This is an optimization exercise on Yosys and OpenROAD, whose aim is small area and a short achievable clock period, not a production implementation. RTL that was checked went through simulation tests only; none was proved equivalent to the original. No activity file was given, so power comes from the tool's default toggle rates.

==> job 3793: inputs <==
## ecc144_codec
module ecc144_codec (
    input  wire         clk,
    input  wire         rst,
    input  wire         in_valid,
    input  wire         in_op,         
    input  wire [2:0]   in_src,
    input  wire [127:0] in_data,
    input  wire [15:0]  in_check,
    output reg          out_valid,
    output reg  [127:0] out_data,
    output reg  [15:0]  out_check,
    output reg  [1:0]   out_status,
    output reg  [5:0]   out_sym,
    output reg  [3:0]   out_err,
    output reg  [15:0]  corr_cnt,
    output reg  [15:0]  uncorr_cnt,
    output reg  [2:0]   last_src,
    output reg  [5:0]   last_sym,
    output reg  [3:0]   last_err
);
    localparam [1:0] ST_OK = 2'd0, ST_CORR = 2'd1, ST_UNCORR = 2'd2;
    localparam [15:0] CNT_MAX = 16'hFFFE;
    function [3:0] gf_mul(input [3:0] x, input [3:0] y);
        reg [6:0] r;
        integer i;
        begin
            r = 7'd0;
            for (i = 0; i < 4; i = i + 1)
                if (y[i]) r = r ^ ({3'd0, x} << i);
            for (i = 6; i >= 4; i = i - 1)
                if (r[i]) r = r ^ (7'h13 << (i - 4));
            gf_mul = r[3:0];
        end
  ...
clock: 7.5 ns
lec_check: 0
cap_margin: 20
core_margin: 2
core_utilization: 40
cts_buf_list: sky130_fd_sc_hd__clkbuf_8
cts_cluster_diameter: 50
cts_cluster_size: 16
setup_slack_margin: 4.6
slew_margin: 20
standard.sh (not shown) runs the stock make flow with config.mk's settings and CLKGATE_MAP_FILE= SYNTH_SCRIPT=/design/flow/synth_recipe.tcl, a recipe that flattens the netlist after the stock synthesis.
==> flow/flow/run.sh <==
#!/bin/bash
# The standard layout, with every port buffered by a buf_2 cell instead of the default
# clkdlybuf4s50_1 (smaller and faster); the tools' output goes to standard.log here.
set -euo pipefail
export BUFFER_PORTS_ARGS="-buffer_cell sky130_fd_sc_hd__buf_2"
bash standard.sh > standard.log 2>&1
==> inputs of job 9455, as changes to job 3793 <==
- CORE_UTILIZATION: 40 -> 60
- SETUP_SLACK_MARGIN: 4.6 -> 4.5
==> inputs of job 364, as changes to job 3793 <==
--- a/flow/design.v
+++ b/flow/design.v
@@ -28,19 +28,14 @@
             for (i = 0; i < 4; i = i + 1)
                 if (y[i]) r = r ^ ({3'd0, x} << i);
             for (i = 6; i >= 4; i = i - 1)
                 if (r[i]) r = r ^ (7'h13 << (i - 4));
             gf_mul = r[3:0];
         end
     endfunction
-    function [3:0] col_q(input [3:0] a, input [3:0] b);
-        begin
-            col_q = gf_mul(a, a) ^ gf_mul(a, b) ^ gf_mul(4'h8, gf_mul(b, b));
-        end
-    endfunction
     wire [15:0] kg = in_check & {16{in_op}};
     wire [15:0] syn;
     wire t144 = in_data[87] ^ in_data[107];
     wire t145 = in_data[21] ^ in_data[29];
     wire t146 = in_data[39] ^ in_data[47];
     wire t147 = in_data[22] ^ in_data[30];
     wire t148 = in_data[69] ^ in_data[77];
@@ -470,31 +465,27 @@
     assign a_bin[1] = |{eq1[2], eq1[3], eq1[6], eq1[7], eq1[10], eq1[11], eq1[14], eq1[15]};
     assign a_bin[2] = |{eq1[4], eq1[5], eq1[6], eq1[7], eq1[12], eq1[13], eq1[14], eq1[15]};
     assign a_bin[3] = |eq1[15:8];
     wire [5:0] pos = is_data ? {1'b0, eq2[3], a_bin} : {2'b10, 2'b00, eq2[1], a_bin[0]};
     wire [1:0] dec_status = zero ? ST_OK : (corr ? ST_CORR : ST_UNCORR);
     wire [5:0] dec_sym    = corr ? pos : 6'd0;
     wire [3:0] dec_err    = corr ? s0 : 4'h0;
-    wire [15:0] eq3;
-    generate
-        for (gc = 0; gc < 16; gc = gc + 1) begin : g_eq3
-            assign eq3[gc] = (s3 == gf_mul(gc, s0));
-        end
-    endgenerate
+    wire g0 = r1_op & qok & eq2[0];
+    wire g1 = r1_op & qok & eq2[1];
+    wire g2 = r1_op & qok & eq2[2];
+    wire g3 = r1_op & qok & eq2[3];
     wire [127:0] cdata;
     generate
         for (gc = 0; gc < 16; gc = gc + 1) begin : g_cd
-            assign cdata[4*gc +: 4]      = s0 & {4{r1_op & eq1[gc] & eq2[2] & eq3[col_q(gc, 4'h2)]}};
-            assign cdata[64 + 4*gc +: 4] = s0 & {4{r1_op & eq1[gc] & eq2[3] & eq3[col_q(gc, 4'h3)]}};
+            assign cdata[4*gc +: 4]      = s0 & {4{g2 & eq1[gc]}};
+            assign cdata[64 + 4*gc +: 4] = s0 & {4{g3 & eq1[gc]}};
         end
     endgenerate
-    wire [15:0] ccheck = {s0 & {4{r1_op & eq1[1] & eq2[1] & eq3[col_q(4'h1, 4'h1)]}},
-                          s0 & {4{r1_op & eq1[0] & eq2[1] & eq3[col_q(4'h0, 4'h1)]}},
-                          s0 & {4{r1_op & eq1[1] & eq2[0] & eq3[col_q(4'h1, 4'h0)]}},
-                          s0 & {4{r1_op & eq1[0] & eq2[0] & eq3[col_q(4'h0, 4'h0)]}}};
+    wire [15:0] ccheck = {s0 & {4{g1 & eq1[1]}}, s0 & {4{g1 & eq1[0]}},
+                          s0 & {4{g0 & eq1[1]}}, s0 & {4{g0 & eq1[0]}}};
     reg [2:0] out_src;
     always @(posedge clk) begin
         if (rst) out_valid <= 1'b0;
         else     out_valid <= r1_valid;
         out_src    <= r1_src;
         out_data   <= r1_data ^ cdata;
         out_check  <= r1_op ? (r1_check ^ ccheck) : enc_check;
- CTS_CLUSTER_DIAMETER: 50 -> 60
- CTS_CLUSTER_SIZE: 16 -> 20
- SETUP_SLACK_MARGIN: 4.6 -> 4.5
==> comparison table <==
| metric | job 364 | job 3793 | job 9455 |
|---|---|---|---|
| Result of the run | no timing/DRC/antenna violations | no timing/DRC/antenna violations | no timing/DRC/antenna violations |
| Portion of synthesized cell area occupied by the leading cell type | 44.1% | 43.8% | 43.8% |
| Final Instance Area | 20,800 µm² | 21,500 µm² | 20,500 µm² |
| Routing usage on met1 | 33.4% | 33.6% | 43.6% |
| M3 GR Usage | 4.42% | 4.44% | 5.91% |
| Largest fanout on the critical path | 3 | 3 | 8 |
| Portion of the clock cycle consumed by the worst path in the final layout | 39.6% | 38.8% | 40.2% |
| Max Clk Rate | 0.337 GHz | 0.344 GHz | 0.332 GHz |
| Power Density | 487 nW/µm² | 452 nW/µm² | 443 nW/µm² |
| Most used standard cell by instance count after synthesis | dfxtp_1 | xnor2_1 | xnor2_1 |
| Routed length per placed instance | 22.4 µm | 22.3 µm | 21.5 µm |
| Wl on met1 | 24,900 µm | 25,300 µm | 20,800 µm |
| Shortest clock period the worst path allows after layout | 2.97 ns | 2.91 ns | 3.02 ns |
| Post-layout net count | 2,155 | 2,259 | 2,233 |
| Hold path endpoint | out_src[2] | out_src[0] | out_src[0] |
| Endpoint of the most critical setup path | r1_syn[8] | r1_syn[11] | out_data[22] |
| Worst slack at placement | 3.29 ns | 3.31 ns | 3.49 ns |
| Final weighted congestion in routability-driven placement | 0.944 | 0.937 | 0.935 |
| Clock network power | 1.30 mW | 1.45 mW | 1.24 mW |
| Total power after layout | 10.1 mW | 9.71 mW | 9.10 mW |
| Bufs w/o clock | 414 | 419 | 397 |
| Post-place instance area | 19,200 µm² | 19,500 µm² | 19,100 µm² |
| Number of instances in the placed design | 2,452 | 2,539 | 2,376 |
| Via Count | 12.6k | 13.0k | 13.0k |
Function not checked in job 364: the RTL went through the layout flow alone.

========
==> 11-05 <==
RTL: one of the versions met above, not the one the previous note started from.
==> flow/config.mk <==
export PLATFORM = sky130hd
export DESIGN_NAME = ecc144_codec
export DESIGN_NICKNAME = ecc144_codec
export VERILOG_FILES = /design/flow/design.v
export SDC_FILE = /design/flow/constraint.sdc
export NUM_CORES = 4
export LEC_CHECK = 0
export CAP_MARGIN = 20
export CORE_MARGIN = 2
export CORE_UTILIZATION = 40
export CTS_BUF_LIST = sky130_fd_sc_hd__clkbuf_8 sky130_fd_sc_hd__clkbuf_16
export CTS_CLUSTER_SIZE = 24
export SETUP_SLACK_MARGIN = 4.5
export SLEW_MARGIN = 20
==> flow/constraint.sdc <==
create_clock -name core_clock -period 7.5 [get_ports {clk}]
set_input_delay 1.5000 -clock core_clock [delete_from_list [all_inputs] [get_ports {clk}]]
set_output_delay 1.5000 -clock core_clock [all_outputs]
set_load 0.01 [all_outputs]
Scripts as last shown in full above: flow/flow/run.sh
==> 10-20: changes against 11-05 <==
--- a/flow/design.v
+++ b/flow/design.v
@@ -27,16 +27,21 @@
             r = 7'd0;
             for (i = 0; i < 4; i = i + 1)
                 if (y[i]) r = r ^ ({3'd0, x} << i);
             for (i = 6; i >= 4; i = i - 1)
                 if (r[i]) r = r ^ (7'h13 << (i - 4));
             gf_mul = r[3:0];
         end
     endfunction
+    function [3:0] col_q(input [3:0] a, input [3:0] b);
+        begin
+            col_q = gf_mul(a, a) ^ gf_mul(a, b) ^ gf_mul(4'h8, gf_mul(b, b));
+        end
+    endfunction
     wire [15:0] kg = in_check & {16{in_op}};
     wire [15:0] syn;
     wire t144 = in_data[87] ^ in_data[107];
     wire t145 = in_data[21] ^ in_data[29];
     wire t146 = in_data[39] ^ in_data[47];
     wire t147 = in_data[22] ^ in_data[30];
     wire t148 = in_data[69] ^ in_data[77];
     wire t149 = in_data[91] ^ in_data[95];
@@ -464,29 +469,33 @@
     assign a_bin[0] = |{eq1[1], eq1[3], eq1[5], eq1[7], eq1[9], eq1[11], eq1[13], eq1[15]};
     assign a_bin[1] = |{eq1[2], eq1[3], eq1[6], eq1[7], eq1[10], eq1[11], eq1[14], eq1[15]};
     assign a_bin[2] = |{eq1[4], eq1[5], eq1[6], eq1[7], eq1[12], eq1[13], eq1[14], eq1[15]};
     assign a_bin[3] = |eq1[15:8];
     wire [5:0] pos = is_data ? {1'b0, eq2[3], a_bin} : {2'b10, 2'b00, eq2[1], a_bin[0]};
     wire [1:0] dec_status = zero ? ST_OK : (corr ? ST_CORR : ST_UNCORR);
     wire [5:0] dec_sym    = corr ? pos : 6'd0;
     wire [3:0] dec_err    = corr ? s0 : 4'h0;
-    wire g0 = r1_op & qok & eq2[0];
-    wire g1 = r1_op & qok & eq2[1];
-    wire g2 = r1_op & qok & eq2[2];
-    wire g3 = r1_op & qok & eq2[3];
+    wire [15:0] eq3;
+    generate
+        for (gc = 0; gc < 16; gc = gc + 1) begin : g_eq3
+            assign eq3[gc] = (s3 == gf_mul(gc, s0));
+        end
+    endgenerate
     wire [127:0] cdata;
     generate
         for (gc = 0; gc < 16; gc = gc + 1) begin : g_cd
-            assign cdata[4*gc +: 4]      = s0 & {4{g2 & eq1[gc]}};
-            assign cdata[64 + 4*gc +: 4] = s0 & {4{g3 & eq1[gc]}};
+            assign cdata[4*gc +: 4]      = s0 & {4{r1_op & eq1[gc] & eq2[2] & eq3[col_q(gc, 4'h2)]}};
+            assign cdata[64 + 4*gc +: 4] = s0 & {4{r1_op & eq1[gc] & eq2[3] & eq3[col_q(gc, 4'h3)]}};
         end
     endgenerate
-    wire [15:0] ccheck = {s0 & {4{g1 & eq1[1]}}, s0 & {4{g1 & eq1[0]}},
-                          s0 & {4{g0 & eq1[1]}}, s0 & {4{g0 & eq1[0]}}};
+    wire [15:0] ccheck = {s0 & {4{r1_op & eq1[1] & eq2[1] & eq3[col_q(4'h1, 4'h1)]}},
+                          s0 & {4{r1_op & eq1[0] & eq2[1] & eq3[col_q(4'h0, 4'h1)]}},
+                          s0 & {4{r1_op & eq1[1] & eq2[0] & eq3[col_q(4'h1, 4'h0)]}},
+                          s0 & {4{r1_op & eq1[0] & eq2[0] & eq3[col_q(4'h0, 4'h0)]}}};
     reg [2:0] out_src;
     always @(posedge clk) begin
         if (rst) out_valid <= 1'b0;
         else     out_valid <= r1_valid;
         out_src    <= r1_src;
         out_data   <= r1_data ^ cdata;
         out_check  <= r1_op ? (r1_check ^ ccheck) : enc_check;
         out_status <= r1_op ? dec_status : ST_OK;
==> flow/flow/run.sh (replaced) <==
#!/bin/bash
# The standard layout, with the input ports buffered by buf_2 cells and the output ports
# by buf_1 cells (after global placement, see out_bufs.tcl) instead of the default
# clkdlybuf4s50_1; the tools' output goes to standard.log here.
set -euo pipefail
export BUFFER_PORTS_ARGS="-inputs -buffer_cell sky130_fd_sc_hd__buf_2"
export POST_GLOBAL_PLACE_TCL="$PWD/flow/out_bufs.tcl"
bash standard.sh > standard.log 2>&1
==> flow/flow/out_bufs.tcl (new file) <==
# one buf_1 on every output port, placed by the detailed placement that follows
buffer_ports -outputs -buffer_cell sky130_fd_sc_hd__buf_1
Settings changed: CORE_UTILIZATION 40 to 55, CTS_BUF_LIST sky130_fd_sc_hd__clkbuf_8 sky130_fd_sc_hd__clkbuf_16 to sky130_fd_sc_hd__clkbuf_8, CTS_CLUSTER_DIAMETER set to 50, CTS_CLUSTER_SIZE 24 to 16, PLACE_DENSITY set to 0.85.
==> summary.txt <==
metric	10-20	11-05
Floorplan row count	64	75
Routing usage on met3	7.32%	3.86%
Clock network power	1.29 mW	2.05 mW
Final Hold Slack	0.341 ns	0.325 ns
Top fanout value on the critical path	7	2
Net count of the mapped netlist	1,868	1,778
Sequential cell power	2.41 mW	2.36 mW
Class of the most critical setup path	reg2reg	in2reg
Fraction of area in non-clock buffers	9.34%	10.8%
WHS Endpoint	out_src[0]	out_src[2]
Cell count of the worst reg-to-reg path	11	10
Crit path launch type	flop	input pin
Fraction of area in multi-input gates	48.0%	45.0%
Wire length of the first global-routing pass	80.0 mm	83.3 mm
Combinational fraction of design power	60.1%	59.1%
Number of design-rule violations left by the first detailed-router iteration	922	750
Status	no timing/DRC/antenna violations	no timing/DRC/antenna violations
Number of fill cells in the layout	2,281	3,781
Sequential standard cell area	7420 sq um	7430 sq um
TritonCTS buffer count	35	41
Switching share of power	44.8%	45.9%
Power spent charging and discharging nets	4.16 mW	4.95 mW
Met1 Routed Length	20.5 mm	25.0 mm
Worst supply voltage drop on vdd	0.317 mV	0.483 mV
Portion of the layout cell area used by clock cells	3.55%	6.45%
Tap cells	396	539
Only the layout flow was run in 11-05; the RTL was not checked for function there.

[re-timing with driven ports]
The flow's constraints put no driver on any port. The routed layouts listed below were extracted and timed again, unchanged, in two steps.
Step 1 (the two cells are an assumption about what drives the block):
set clk [get_ports {clk}]
set_driving_cell -lib_cell sky130_fd_sc_hd__clkbuf_16 $clk
set_driving_cell -lib_cell sky130_fd_sc_hd__buf_2 [delete_from_list [all_inputs] $clk]
Step 2 adds t to the input delays and takes it off the output delays; t is the mean of the earliest and latest rising clock arrival at the registers after step 1. Input paths then give back, and output paths get back, about the clock's delay inside the block.
Slacks: ideal ports / drivers / drivers and shift; pairs: ideal ports / drivers.
| run | shift t [ns] | setup WS [ns] | worst setup path at the end | worst data-port slew with drivers (ns) | pins driven straight from the clock port |
|---|---|---|---|---|---|
| job 3793 | 0.653 | 4.593 / 4.615 / 3.962 | input to register | 0.06 | 1 |
| job 9455 | 0.605 | 4.484 / 4.484 / 3.911 | input to register | 0.08 | 1 |
| job 364 | 0.717 | 4.533 / 4.558 / 3.842 | input to register | 0.08 | 1 |
| 11-05 | 0.630 | 4.510 / 4.523 / 3.893 | input to register | 0.09 | 1 |
| 10-20 | 0.607 | 4.497 / 4.497 / 3.935 | input to register | 0.09 | 1 |
After both steps setup and hold are still met in every run listed. For job 364, which loses most, drivers alone change the setup slack by +0.025 ns; drivers and shift together by -0.691 ns.
